What follows belongs to an exercise in optimizing a design on an open flow for small area, a short achievable clock period and few clock cycles per item; a production flow would make more cautious choices.
Where RTL was checked, it was by simulation tests only, not by an equivalence proof against the original.
Power figures rest on the tool's default switching activity, not on a simulated workload.

==> run R <==
## kd_alarm_eval
module kd_alarm_eval (
    input  wire        clk,
    input  wire        rst,
    input  wire [6:0]  cfg_limit_enable,
    input  wire [31:0] cfg_ll,
    input  wire [31:0] cfg_l,
    input  wire [31:0] cfg_h,
    input  wire [31:0] cfg_hh,
    input  wire [31:0] cfg_deadband,
    input  wire [19:0] cfg_on_delay,
    input  wire [19:0] cfg_off_delay,
    input  wire [19:0] cfg_flt_on_delay,
    input  wire [19:0] cfg_flt_off_delay,
    input  wire        cfg_limits_on_bad,
    input  wire [11:0] cfg_shelve_max_min,
    input  wire        ev_valid,
    output wire        ev_ready,
    input  wire [31:0] ev_time,
    input  wire [31:0] ev_value,
    input  wire [2:0]  ev_quality,
    input  wire        ev_hold,
    input  wire [31:0] ev_action,
    output reg         res_valid,
    output wire [31:0] res_state,
    output wire [15:0] res_seq,
    output wire [3:0]  res_pw_event,
    output wire [19:0] res_ev_a,
    output wire [19:0] res_ev_b
);
clock: 50.0 ns
lec_check: 0
cap_margin: 20
core_margin: 2
core_utilization: 65
slew_margin: 20
run.sh (not shown) runs the stock make flow with config.mk's settings and CLKGATE_MAP_FILE= SYNTH_SCRIPT=/design/flow/synth_recipe.tcl, a recipe that flattens the netlist after the stock synthesis.
==> run G: changes against run R <==
--- a/flow/design.v
+++ b/flow/design.v
@@ -30,30 +30,50 @@
                     pp[i] = pp[i] & pp[i - w];
                 end
             for (i = 0; i < 28; i = i + 1)
                 bk_add[i] = p[i] ^ ((i == 0) ? cin : gg[i - 1]);
         end
     endfunction
     function automatic [30:0] incr(input [30:0] x, input c);
+        reg [31:0] xx;
         reg [30:0] t;
+        reg        blk;
         integer i;
         begin
-            t[0] = c;
-            for (i = 1; i < 31; i = i + 1)
-                t[i] = t[i - 1] & x[i - 1];
+            xx = {1'b1, x};
+            blk = c;
+            for (i = 0; i < 31; i = i + 1) begin
+                if (i % 8 == 0) begin
+                    t[i] = blk;
+                    if (i > 0) ;
+                end else
+                    t[i] = t[i - 1] & xx[i - 1];
+                if (i % 8 == 7)
+                    blk = blk & (&xx[i -: 8]);
+            end
             incr = x ^ t;
         end
     endfunction
+    function automatic mag_ge(input [30:0] x, input [30:0] y);
+        reg c;
+        integer i;
+        begin
+            c = 1'b1;
+            for (i = 0; i < 31; i = i + 1)
+                c = (x[i] & ~y[i]) | (x[i] & c) | (~y[i] & c);
+            mag_ge = c;
+        end
+    endfunction
     wire        sa = a[31];
     wire        sb = b[31];
     wire [7:0]  ea = a[30:23];
     wire [7:0]  eb = b[30:23];
     wire [7:0]  eaf = (ea == 0) ? 8'd1 : ea;
     wire [7:0]  ebf = (eb == 0) ? 8'd1 : eb;
-    wire        c_big = (a[30:0] >= b[30:0]);
+    wire        c_big = mag_ge(a[30:0], b[30:0]);
     wire [7:0]  c_d   = c_big ? eaf - ebf : ebf - eaf;
     assign cmp_n = {c_big, (c_d[7:5] != 3'd0) ? 5'd31 : c_d[4:0]};
     wire        a_nan = (ea == 8'hFF) && (a[22:0] != 0);
     wire        b_nan = (eb == 8'hFF) && (b[22:0] != 0);
     wire        a_inf = (ea == 8'hFF) && (a[22:0] == 0);
     wire        b_inf = (eb == 8'hFF) && (b[22:0] == 0);
     wire        spec     = a_nan || b_nan || a_inf || b_inf;
@@ -157,34 +177,50 @@
 );
     localparam [2:0] P_NONE = 3'd0, P_SHELVE = 3'd4, P_UNSHELVE = 3'd5,
                      P_OOS_ON = 3'd6, P_OOS_OFF = 3'd7;
     localparam [2:0] Q_STALE = 3'd2, Q_BAD = 3'd3, Q_INTEGRITY = 3'd4;
     function automatic is_nan(input [31:0] x);
         is_nan = (x[30:23] == 8'hFF) && (x[22:0] != 0);
     endfunction
+    function automatic mag_cmp(input [30:0] x, input [30:0] y, input cin);
+        reg c;
+        integer i;
+        begin
+            c = cin;
+            for (i = 0; i < 31; i = i + 1)
+                c = (~x[i] & y[i]) | (~x[i] & c) | (y[i] & c);
+            mag_cmp = c;
+        end
+    endfunction
     function automatic f_lt(input [31:0] x, input [31:0] y);
-        reg both_zero;
+        reg both_zero, neg;
         begin
             both_zero = (x[30:0] == 0) && (y[30:0] == 0);
+            neg = x[31];
             if (is_nan(x) || is_nan(y) || both_zero)
                 f_lt = 1'b0;
             else if (x[31] != y[31])
                 f_lt = x[31];
-            else if (!x[31])
-                f_lt = x[30:0] < y[30:0];
             else
-                f_lt = x[30:0] > y[30:0];
+                f_lt = neg ^ mag_cmp(x[30:0], y[30:0], neg);
         end
     endfunction
     function automatic f_le(input [31:0] x, input [31:0] y);
+        reg both_zero, neg;
         begin
+            both_zero = (x[30:0] == 0) && (y[30:0] == 0);
+            neg = x[31];
             if (is_nan(x) || is_nan(y))
                 f_le = 1'b0;
+            else if (both_zero)
+                f_le = 1'b1;
+            else if (x[31] != y[31])
+                f_le = x[31];
             else
-                f_le = f_lt(x, y) || (x == y) || ((x[30:0] == 0) && (y[30:0] == 0));
+                f_le = neg ^ mag_cmp(x[30:0], y[30:0], !neg);
         end
     endfunction
     function automatic ge3(input [19:0] x, input [19:0] y, input [19:0] z);
         reg [21:0] xs, ys, zs, s, cy, g, p;
         integer i, w;
         begin
             xs = {2'b00, x};
@@ -203,39 +239,89 @@
                     if ((i / w) % 2 == 1) begin
                         g[i] = g[i] | (p[i] & g[(i / w) * w - 1]);
                         p[i] = p[i] & p[(i / w) * w - 1];
                     end
             ge3 = ~(s[21] ^ cy[20] ^ g[20]);
         end
     endfunction
+    function automatic [31:0] bk32(input [31:0] x, input [31:0] y, input cin);
+        reg [31:0] g, p, gg, pp;
+        integer i, w;
+        begin
+            g = x & y;
+            p = x ^ y;
+            gg = g;
+            pp = p;
+            gg[0] = g[0] | (p[0] & cin);
+            for (w = 1; w < 32; w = w * 2)
+                for (i = 2 * w - 1; i < 32; i = i + 2 * w) begin
+                    gg[i] = gg[i] | (pp[i] & gg[i - w]);
+                    pp[i] = pp[i] & pp[i - w];
+                end
+            for (w = 8; w >= 1; w = w / 2)
+                for (i = 3 * w - 1; i < 32; i = i + 2 * w) begin
+                    gg[i] = gg[i] | (pp[i] & gg[i - w]);
+                    pp[i] = pp[i] & pp[i - w];
+                end
+            for (i = 0; i < 32; i = i + 1)
+                bk32[i] = p[i] ^ ((i == 0) ? cin : gg[i - 1]);
+        end
+    endfunction
+    function automatic [2:0] popc5(input [4:0] x);
+        reg s1, c1, s2, c2;
+        begin
+            {c1, s1} = {1'b0, x[0]} + x[1] + x[2];
+            {c2, s2} = {1'b0, s1} + x[3] + x[4];
+            popc5 = {c1 & c2, c1 ^ c2, s2};
+        end
+    endfunction
     function automatic [3:0] popc11(input [10:0] x);
         reg s1, c1, s2, c2, s3, c3, s4, c4, s5, c5, s6, c6, s7, c7;
         begin
             {c1, s1} = {1'b0, x[0]} + x[1] + x[2];
             {c2, s2} = {1'b0, x[3]} + x[4] + x[5];
             {c3, s3} = {1'b0, s1} + s2 + x[6];
             {c4, s4} = {1'b0, x[7]} + x[8] + x[9];
             {c5, s5} = {1'b0, s3} + s4 + x[10];
             {c6, s6} = {1'b0, c1} + c2 + c3;
             {c7, s7} = {1'b0, s6} + c4 + c5;
             popc11 = {c6 & c7, c6 ^ c7, s7, s5};
         end
     endfunction
+    function automatic [10:0] rc10(input [9:0] x, input [9:0] y, input cin);
+        reg c;
+        integer i;
+        begin
+            c = cin;
+            for (i = 0; i < 10; i = i + 1) begin
+                rc10[i] = x[i] ^ y[i] ^ c;
+                c = (x[i] & y[i]) | (x[i] & c) | (y[i] & c);
+            end
+            rc10[10] = c;
+        end
+    endfunction
+    function automatic [19:0] rc20(input [19:0] x, input [19:0] y);
+        reg [10:0] lo, hi;
+        begin
+            lo = rc10(x[9:0], y[9:0], 1'b0);
+            hi = rc10(x[19:10], y[19:10], lo[10]);
+            rc20 = {hi[9:0], lo[9:0]};
+        end
+    endfunction
     reg [4:0]  c_en;
-    reg [31:0] c_ll, c_l, c_h, c_hh, c_db;
+    reg [31:0] c_ll, c_l, c_h, c_hh;
     reg [19:0] c_on, c_off, c_fon, c_foff;
     reg        c_lob;
     reg [11:0] c_smax;
     always @(posedge clk) begin
         c_en   <= {cfg_limit_enable[6], cfg_limit_enable[3:0]};
         c_ll   <= cfg_ll;
         c_l    <= cfg_l;
         c_h    <= cfg_h;
         c_hh   <= cfg_hh;
-        c_db   <= cfg_deadband;
         c_on   <= cfg_on_delay;
         c_off  <= cfg_off_delay;
         c_fon  <= cfg_flt_on_delay;
         c_foff <= cfg_flt_off_delay;
         c_lob  <= cfg_limits_on_bad;
         c_smax <= cfg_shelve_max_min;
     end
@@ -284,29 +370,31 @@
     end
     reg  [31:0] thr [0:3];
     reg  [31:0] fa_a;
     reg  [5:0]  fa_cmp;
     wire [5:0]  fa_cmp_n;
     reg  [40:0] fa_st;
     wire [40:0] fa_st_n;
-    wire [31:0] fa_b = {c_db[31] ^ f_k[1], c_db[30:0]};
+    wire [31:0] fa_b = {thr[3][31] ^ f_k[1], thr[3][30:0]};
     wire [31:0] fa_y;
     always @* begin
         case (f_k)
             2'd0: fa_a = c_ll;
             2'd1: fa_a = c_l;
             2'd2: fa_a = c_h;
             default: fa_a = c_hh;
         endcase
     end
     kd_fadd u_add (.phase(f_s[1]), .a(fa_a), .b(fa_b), .cmp_n(fa_cmp_n), .cmp(fa_cmp),
                    .st_n(fa_st_n), .st(fa_st), .y(fa_y));
     always @(posedge clk) begin
         fa_cmp <= fa_cmp_n;
         fa_st  <= fa_st_n;
+        if (!warm && a_valid && !f_on)
+            thr[3] <= cfg_deadband;
         if (!warm && a_valid && f_on && f_s == 2'd2)
             thr[f_k] <= fa_y;
     end
     reg [31:0] s_time, s_value, s_action;
     reg [2:0]  s_quality;
     reg        s_hold;
     always @(posedge clk) begin
@@ -317,26 +405,34 @@
             s_quality <= ev_quality;
             s_hold    <= ev_hold;
         end
     end
     reg [31:0] b_time;            
     wire [3:0]  a_code    = s_action[3:0];
     wire [11:0] a_minutes = s_action[15:4];
-    wire [31:0] a_elapsed = s_time - b_time;
-    wire [15:0] a_m15  = {a_minutes, 4'd0} - {4'd0, a_minutes};
-    wire [22:0] a_m1875 = {a_m15, 7'd0} - {5'd0, a_m15, 2'd0} + {7'd0, a_m15};
+    wire [10:0] a_el_lo = rc10(s_time[9:0], ~b_time[9:0], 1'b1);
+    wire [10:0] a_el_mi = rc10(s_time[19:10], ~b_time[19:10], a_el_lo[10]);
+    wire [11:0] a_b_hi1 = b_time[31:20] + 12'd1;
+    wire        a_el_big = a_el_mi[10] ? (s_time[31:20] != b_time[31:20])
+                                       : (s_time[31:20] != a_b_hi1);
+    wire [19:0] a_elapsed = {a_el_mi[9:0], a_el_lo[9:0]};
     wire [7:0] a_tests = {f_lt(s_value, thr[3]), f_le(c_hh, s_value),
                           f_lt(s_value, thr[2]), f_le(c_h, s_value),
                           f_lt(thr[1], s_value), f_le(s_value, c_l),
                           f_lt(thr[0], s_value), f_le(s_value, c_ll)};
     reg [7:0]  b_tests;           
     reg        b_integrity, b_bad, b_proc_held;
     reg        b_ack, b_ack_any, b_shelve, b_unshelve, b_oos_on, b_oos_off;
     reg [15:0] b_seq;
-    reg [31:0] b_new_end;
+    reg [11:0] b_minutes;
+    wire [31:0] b_m15    = bk32({16'd0, b_minutes, 4'd0}, ~{20'd0, b_minutes}, 1'b1);
+    wire [31:0] b_m129   = bk32({9'd0, b_m15[15:0], 7'd0}, {16'd0, b_m15[15:0]}, 1'b0);
+    wire [31:0] b_m1875  = bk32(b_m129, ~{14'd0, b_m15[15:0], 2'd0}, 1'b1);
+    wire [31:0] b_end_hi = bk32({5'd0, b_time[31:5]}, {9'd0, b_m1875[22:0]}, 1'b0);
+    wire [31:0] b_new_end = {b_end_hi[26:0], b_time[4:0]};
     reg        b_el_big;
     reg [19:0] b_el;
     always @(posedge clk) begin
         if (a_go)
             b_time <= s_time;
         b_tests     <= a_tests;
         b_integrity <= (s_quality == Q_INTEGRITY);
@@ -345,16 +441,16 @@
         b_ack       <= (a_code == 4'h1);
         b_ack_any   <= (s_action[31:16] == 16'hFFFF);
         b_seq       <= s_action[31:16];
         b_shelve    <= (a_code == 4'h2) && c_smax != 0 && a_minutes != 0 && a_minutes <= c_smax;
         b_unshelve  <= (a_code == 4'h3);
         b_oos_on    <= (a_code == 4'h4);
         b_oos_off   <= (a_code == 4'h5);
-        b_new_end   <= {s_time[31:5] + {4'd0, a_m1875}, s_time[4:0]};
-        b_el_big    <= a_elapsed[31:20] != 12'd0;
+        b_minutes   <= a_minutes;
+        b_el_big    <= a_el_big;
         b_el        <= a_elapsed[19:0];
     end
     reg        oos, shelved;
     reg [31:0] shelve_end;
     reg [4:0]  raw, act, unack;
     reg [4:0]  act_sel;           
     reg [15:0] tseq;
@@ -369,20 +465,23 @@
     reg [15:0] n_tseq;
     reg [19:0] n_acc [0:4];
     reg [4:0]  n_run, n_held;
     reg [2:0]  pw_ev;
     reg [4:0]  a_any, a_ack, b_on, b_ret;
     reg [4:0]  old_act;
     reg        unshelve;
-    reg [20:0] sum;
+    reg [31:0] sum;
     reg [19:0] dly;
     reg        fire;
     reg [3:0]  n_events;
     reg [4:0]  b_chg;
     reg [4:0]  lo0, lo1, lo;
+    reg [5:0]  lo_e;
+    reg [3:0]  n_early;
+    reg [2:0]  n_late;
     wire [11:0] tseq_hi_inc = tseq[15:4] + 12'd1;
     integer    k;
     always @* begin
         n_oos      = oos;
         n_shelved  = shelved;
         shelve_now = 1'b0;
         n_raw      = raw;
@@ -397,19 +496,22 @@
         b_on       = 5'd0;
         b_ret      = 5'd0;
         old_act    = act;
         unshelve   = 1'b0;
         n_events   = 4'd0;
         b_chg      = 5'd0;
         lo0        = 5'd0;
+        lo_e       = 6'd0;
+        n_early    = 4'd0;
+        n_late     = 3'd0;
         lo1        = 5'd0;
         lo         = 5'd0;
         for (k = 0; k < 5; k = k + 1) begin
-            sum = (tm_run[k] ? {1'b0, tm_acc[k]} : 21'd0)
-                + ((tm_run[k] && !tm_held[k]) ? {1'b0, b_el} : 21'd0);
+            sum = {12'd0, rc20(tm_run[k] ? tm_acc[k] : 20'd0,
+                               (tm_run[k] && !tm_held[k]) ? b_el : 20'd0)};
             n_acc[k] = (b_integrity || (k < 4 && b_proc_held)) ? tm_acc[k] : sum[19:0];
         end
         if (b_integrity) begin
             n_held = 5'b11111;
         end else begin
             if (b_ack && (b_ack_any || b_seq == tseq)) begin
                 a_any   = unack;
@@ -486,17 +588,19 @@
                 if (!n_shelved) begin
                     b_on    = n_act & ~old_act;
                     b_ret   = ~n_act & old_act;
                     b_chg   = n_act ^ old_act;
                     n_unack = n_unack | b_on;
                 end
             end
-            n_events = popc11({b_chg, a_any, pw_ev != P_NONE});
-            lo0 = {1'b0, tseq[3:0]} + {1'b0, n_events};
-            lo1 = {1'b0, tseq[3:0]} + {1'b0, n_events} + 5'd1;
+            n_early = {2'd0, pw_ev != P_NONE} + popc5(a_any);
+            lo_e    = {2'd0, tseq[3:0]} + {2'd0, n_early};
+            n_late  = popc5(b_chg);
+            lo0 = lo_e[4:0] + {2'd0, n_late};
+            lo1 = lo_e[4:0] + {2'd0, n_late} + 5'd1;
             lo  = (tseq[15:4] == 12'hFFF && lo1[4]) ? lo1 : lo0;
             n_tseq = {lo[4] ? tseq_hi_inc : tseq[15:4], lo[3:0]};
         end
     end
     always @(posedge clk) begin
         if (rst)
             res_valid <= 1'b0;
==> flow/flow/run.sh (new file) <==
#!/bin/bash
# Layout flow: the standard flow, with each port buffer a buf_1 cell,
# and the output port buffers then resized to buf_2 before detailed placement.
here=$(pwd)
export BUFFER_PORTS_ARGS="-buffer_cell sky130_fd_sc_hd__buf_1"
export PRE_DETAIL_PLACE_TCL="$here/flow/pre_detail_place.tcl"
bash standard.sh > standard.log 2>&1
==> flow/flow/pre_detail_place.tcl (new file) <==
# Each output port buffer (a buf_1 from buffer_ports) becomes a buf_2.
set resized 0
foreach port [all_outputs] {
  foreach inst [get_fanin -to $port -flat -only_cells -levels 1] {
    set lc [get_lib_cells -quiet -of_objects $inst]
    if {$lc eq "" || $lc eq "NULL"} continue
    if {[get_name $lc] eq "sky130_fd_sc_hd__buf_1"} {
      replace_cell [get_full_name $inst] sky130_fd_sc_hd__buf_2
      incr resized
    }
  }
}
puts "output port buffers resized to buf_2: $resized"
==> flow/standard.sh (new file) <==
#!/bin/bash
# synth_recipe.tcl (not shown) runs the flow's synth.tcl, then flattens the netlist and writes it again
# the make line also repeats each setting of config.mk as NAME=value (left out here)
make -C /OpenROAD-flow-scripts/flow DESIGN_CONFIG=/design/flow/config.mk WORK_HOME=/design/flow/orfs CLKGATE_MAP_FILE= SYNTH_SCRIPT=/design/flow/synth_recipe.tcl "${@:-finish}"
- ABC_AREA: unset -> 1
- CTS_CLUSTER_DIAMETER: unset -> 150
- CTS_CLUSTER_SIZE: unset -> 24
removed: flow/run.sh
==> run summary <==
Layout:
- The number of antenna diodes in the final layout is 5.
- The final-layout non-clock buffer area share is 7.21%.
- Non-clock buffers in the final layout number 479.
- Leaving out fill and tap cells, the most frequent cell in the layout is sky130_fd_sc_hd__ha_1.
- The register area is 21900 um2.

STA:
- Hold timing on the final database bottoms out at a slack of 371 ps.
- The clock period minus worst slack is 11690 ps.

Status:
- The run finished with no timing, DRC or antenna violations.

Global route:
- The met1 routing resource usage after global routing is 50.1%.
- The number of global-route vias before repair is 43225.

Power:
- The power of the sequential group is 885 uW.
- The combinational share of power is 26.6%.

Synthesis:
- In the synthesized netlist, the number of instances is 5565.
- The post-synthesis simple-gate area fraction is 13.8%.

Setup path:
- Walking the worst path, the cells encountered are clkdlybuf4s50_1.
[end of results for run R]
==> run summary <==
Status:
- The flow ran to the end and the layout has no timing, DRC or antenna violations.

Power:
- Power attributed to sequential cells is 814 uW.

STA:
- The clock period minus worst slack is 11200 ps.
- The tightest hold margin is 382 ps.

Global route:
- The number of global-route vias before repair came to 37856.
- In the global route stage, met1 resource usage came out at 45.6%.

Layout:
- The number of combinational gates with multiple inputs is 3485.
- The number of antenna diodes in the final layout is 6.
- Leaving out the clock tree, the finished layout contains a buffer count of 459.
- The final-layout non-clock buffer area share is 3.66%.
- The sequential cells in the finished layout cover a total of 20900 um2.

Setup path:
- The critical path goes through buf_2.

Synthesis:
- After Yosys synthesis, and, or, nand and nor cells account for 14.4% of the synthesized area.
[end of results for run G]
Testbench counts of run G, summed over its fixed seeds: cycles 24,128, items 24,000.
The RTL of run R was laid out without a check of its function.

==> port drivers added, routing unchanged <==
The results above use ideal ports. As a check the final layouts listed here were re-extracted and re-timed, cells and wires unchanged.
Step 1 (the two cells are an assumption about what drives the block):
set clk [get_ports {clk}]
set_driving_cell -lib_cell sky130_fd_sc_hd__clkbuf_16 $clk
set_driving_cell -lib_cell sky130_fd_sc_hd__buf_2 [delete_from_list [all_inputs] $clk]
Step 2 adds t to the input delays and takes it off the output delays; t is the mean of the earliest and latest rising clock arrival at the registers after step 1. Input paths then give back, and output paths get back, about the clock's delay inside the block.
Slacks: no drivers / after step 1 / after step 2; pairs: no drivers / after step 1.
| run | t, ns | setup slack, ns | worst slew at a driven data input, ns |
|---|---|---|---|
| run R | 0.760 | 38.313 / 38.237 / 38.599 | 0.12 |
| run G | 0.694 | 38.805 / 38.738 / 39.011 | 0.10 |
After both steps every run listed still meets setup and hold.
